What follows belongs to an exercise in optimizing a design on an open flow for small area, a short achievable clock period and few clock cycles per item; a production flow would make more cautious choices.
Only simulation tests tie the RTL to the original design; equivalence was not proved.

## geo_corr
module geo_corr (
    input  wire         clk,
    input  wire         rst,
    input  wire [31:0]  a0, a1, a2,
    input  wire [31:0]  b0, b1, b2,
    input  wire [31:0]  zofs, zgain,
    input  wire [31:0]  fxmin, fymin, fxmax, fymax,
    input  wire         in_valid,
    output reg          in_ready,
    input  wire [31:0]  in_x, in_y, in_z,
    output reg          out_valid,
    output reg  [31:0]  out_x, out_y, out_z,
    output reg  [2:0]   out_sat,
    output wire         mem_req,
    output wire [12:0]  mem_addr,
    input  wire [95:0]  mem_rdata
);
==> flow/config.mk <==
export PLATFORM = sky130hd
export DESIGN_NAME = geo_corr
export DESIGN_NICKNAME = geo_corr
export VERILOG_FILES = /design/flow/design.v
export SDC_FILE = /design/flow/constraint.sdc
export NUM_CORES = 8
export LEC_CHECK = 0
export ABC_AREA = 1
export CAP_MARGIN = 20
export CORE_MARGIN = 2
export CORE_UTILIZATION = 40
export CTS_CLUSTER_DIAMETER = 120
export CTS_CLUSTER_SIZE = 18
export PLACE_DENSITY = 0.6
export SLEW_MARGIN = 20
==> flow/constraint.sdc <==
create_clock -name core_clock -period 22.0 [get_ports {clk}]
set_input_delay 4.4000 -clock core_clock [delete_from_list [all_inputs] [get_ports {clk}]]
set_output_delay 4.4000 -clock core_clock [all_outputs]
set_load 0.01 [all_outputs]
standard.sh (not shown) runs the stock make flow with config.mk's settings and CLKGATE_MAP_FILE= SYNTH_SCRIPT=/design/flow/synth_recipe.tcl, a recipe that flattens the netlist after the stock synthesis.
==> flow/flow/run.sh <==
#!/bin/bash
# Layout: the standard ORFS flow (standard.sh: unchanged synthesis and steps, the design's
# clock and constraints), with two optimisation settings passed to it:
#  - the buffers that buffer_ports puts on every input and output port are
#    sky130_fd_sc_hd__buf_2 instead of the flow's default (a 10 um2 delay buffer);
#  - repair_timing aims for 16 ns of setup slack, so that it shortens the critical paths
#    (the clock period stays the design's).
set -euo pipefail
export BUFFER_PORTS_ARGS="-buffer_cell sky130_fd_sc_hd__buf_2"
export SETUP_SLACK_MARGIN=16
bash standard.sh > standard.log 2>&1
Testbench counts at the start, summed over its fixed seeds: cycles 33,824, items 2,048.
Rerun with:
--- a/flow/design.v
+++ b/flow/design.v
@@ -7693,30 +7693,34 @@
     input  wire [31:0]  in_x, in_y, in_z,
     output reg          out_valid,
     output reg  [31:0]  out_x, out_y, out_z,
     output reg  [2:0]   out_sat,
     output wire         mem_req,
     output wire [12:0]  mem_addr,
     input  wire [95:0]  mem_rdata
 );
     localparam HL = 46;
     reg [HL:1] h;
     reg [1:0] ph;                        
-    wire acc = in_valid & in_ready;
+    reg rdy_n;                           
+    wire acc = in_valid & ~rdy_n;
+    wire rdy_next = ~acc & ~|h[14:1] & ((ph == 2'd3) | ~|h[HL-1:15]);
     always @(posedge clk) begin
         if (rst) begin
             h <= 0;
             in_ready <= 1'b1;
+            rdy_n <= 1'b0;
         end else begin
             h <= {h[HL-1:1], acc};
-            in_ready <= ~acc & ~|h[14:1] & ((ph == 2'd3) | ~|h[HL-1:15]);
+            in_ready <= rdy_next;
+            rdy_n <= ~rdy_next;
         end
         ph <= acc ? 2'd1 : ph + 2'd1;
     end
     reg [31:0] a0r, a1r, a2r, b0r, b1r, b2r, zofsr, zgainr;
     reg [31:0] fxminr, fyminr, fxmaxr, fymaxr;
     always @(posedge clk) begin
         a0r <= a0; a1r <= a1; a2r <= a2; b0r <= b0; b1r <= b1; b2r <= b2;
         zofsr <= zofs; zgainr <= zgain;
         fxminr <= fxmin; fyminr <= fymin; fxmaxr <= fxmax; fymaxr <= fymax;
     end
     reg [31:0] xr, yr, zr;
After rerunning: Register-to-register slack improves by 0.16 ns. Cell count stays flat. Sequential share of layout area stays flat. Maximum frequency is about the same. First-iteration DRC count is lower by a few percent. Die area hardly moves. Wire length is higher slightly. Utilization is about the same. Area after synthesis is about the same. Worst setup slack is about the same. Via count is higher slightly.
Testbench counts after the change, summed over its fixed seeds: cycles 33,824, items 2,048.

--- another note on this design; it stands on its own ---

job 9277:
// geo_corr
module geo_corr (
    input  wire         clk,
    input  wire         rst,
    input  wire [31:0]  a0, a1, a2,
    input  wire [31:0]  b0, b1, b2,
    input  wire [31:0]  zofs, zgain,
    input  wire [31:0]  fxmin, fymin, fxmax, fymax,
    input  wire         in_valid,
    output reg          in_ready,
    input  wire [31:0]  in_x, in_y, in_z,
    output reg          out_valid,
    output reg  [31:0]  out_x, out_y, out_z,
    output reg  [2:0]   out_sat,
    output wire         mem_req,
    output wire [12:0]  mem_addr,
    input  wire [95:0]  mem_rdata
);
==> flow/config.mk <==
export PLATFORM = sky130hd
export DESIGN_NAME = geo_corr
export DESIGN_NICKNAME = geo_corr
export VERILOG_FILES = /design/flow/design.v
export SDC_FILE = /design/flow/constraint.sdc
export NUM_CORES = 8
export LEC_CHECK = 0
export ABC_AREA = 1
export CAP_MARGIN = 20
export CORE_MARGIN = 2
export CORE_UTILIZATION = 40
export CTS_CLUSTER_DIAMETER = 120
export CTS_CLUSTER_SIZE = 18
export PLACE_DENSITY = 0.6
export SLEW_MARGIN = 20
==> flow/constraint.sdc <==
create_clock -name core_clock -period 22.0 [get_ports {clk}]
set_input_delay 4.4000 -clock core_clock [delete_from_list [all_inputs] [get_ports {clk}]]
set_output_delay 4.4000 -clock core_clock [all_outputs]
set_load 0.01 [all_outputs]
run.sh (not shown) runs the stock make flow with config.mk's settings and CLKGATE_MAP_FILE= SYNTH_SCRIPT=/design/flow/synth_recipe.tcl, a recipe that flattens the netlist after the stock synthesis.
Testbench counts of job 9277, summed over its fixed seeds: cycles 33,824, items 2,048.
Setup changes, job 9277 to job 6058
==> flow/flow/run.sh (new file) <==
#!/bin/bash
# Layout: the standard ORFS flow (standard.sh: unchanged synthesis and steps, the design's
# clock and constraints), with two optimisation settings passed to it:
#  - the buffers that buffer_ports puts on every input and output port are
#    sky130_fd_sc_hd__buf_2 instead of the flow's default (a 10 um2 delay buffer);
#  - repair_timing aims for 16.3 ns of setup slack, so that it shortens the critical paths
#    (the clock period stays the design's).
set -euo pipefail
export BUFFER_PORTS_ARGS="-buffer_cell sky130_fd_sc_hd__buf_2"
export SETUP_SLACK_MARGIN=16.3
bash standard.sh > standard.log 2>&1
==> flow/standard.sh (new file) <==
#!/bin/bash
# synth_recipe.tcl (not shown) runs the flow's synth.tcl, then flattens the netlist and writes it again
# the make line also repeats each setting of config.mk as NAME=value (left out here)
make -C /OpenROAD-flow-scripts/flow DESIGN_CONFIG=/design/flow/config.mk WORK_HOME=/design/flow/orfs CLKGATE_MAP_FILE= SYNTH_SCRIPT=/design/flow/synth_recipe.tcl "${@:-finish}"
removed: flow/run.sh
Notes after the runs:
Between job 9277 and job 6058, the flow reports global-route wire length before repair decreasing slightly. For number of instances in the placed design, job 6058 and job 9277 come out practically identical. Between job 9277 and job 6058, the fraction of area in clock buffers and inverters figures differ only marginally. Changes observed in job 6058 relative to job 9277: setup slack of the worst register-to-register path increased by 440 ps relative to the old numbers; smallest setup slack after layout grew by 510 ps; summed area of non-filler cells in the final layout decreased about 1.2%. Per the comparison of job 6058 with job 9277, number of standard cells in the final layout excluding fillers neither gained nor lost much; via count level; fraction of standard cell area in multi-input logic saw an increase.

separate check: timing with driven ports:
How much do the figures lean on ideal ports? The routed layouts below were timed once more, with nothing changed but the port constraints. Step 1, drivers: a clkbuf_16 drives clk and a buf_2 each remaining input, both assumed. Step 2 times the ports against the registers' clock, not the clock port: input delays grow and output delays shrink by t, the midpoint of the rising clock arrivals with the driver on. Slacks: no drivers / after step 1 / after step 2; pairs: no drivers / after step 1.
run	t, ns	setup slack, ns	worst hold slack (ns)	worst setup path after step 2
the first run of note 1	1.061	16.016 / 15.879 / 15.336	0.285 / 0.285 / 0.285	input to register
the second run of note 1	1.075	16.018 / 15.892 / 15.227	0.288 / 0.288 / 0.288	input to register
job 9277	1.094	15.557 / 15.425 / 15.208	0.266 / 0.266 / 0.266	input to register
job 6058	1.091	16.065 / 15.935 / 15.547	0.250 / 0.250 / 0.250	input to register
After both steps setup and hold are still met in every run listed. For the second run of note 1, which loses most, drivers alone change the setup slack by -0.126 ns; drivers and shift together by -0.791 ns.
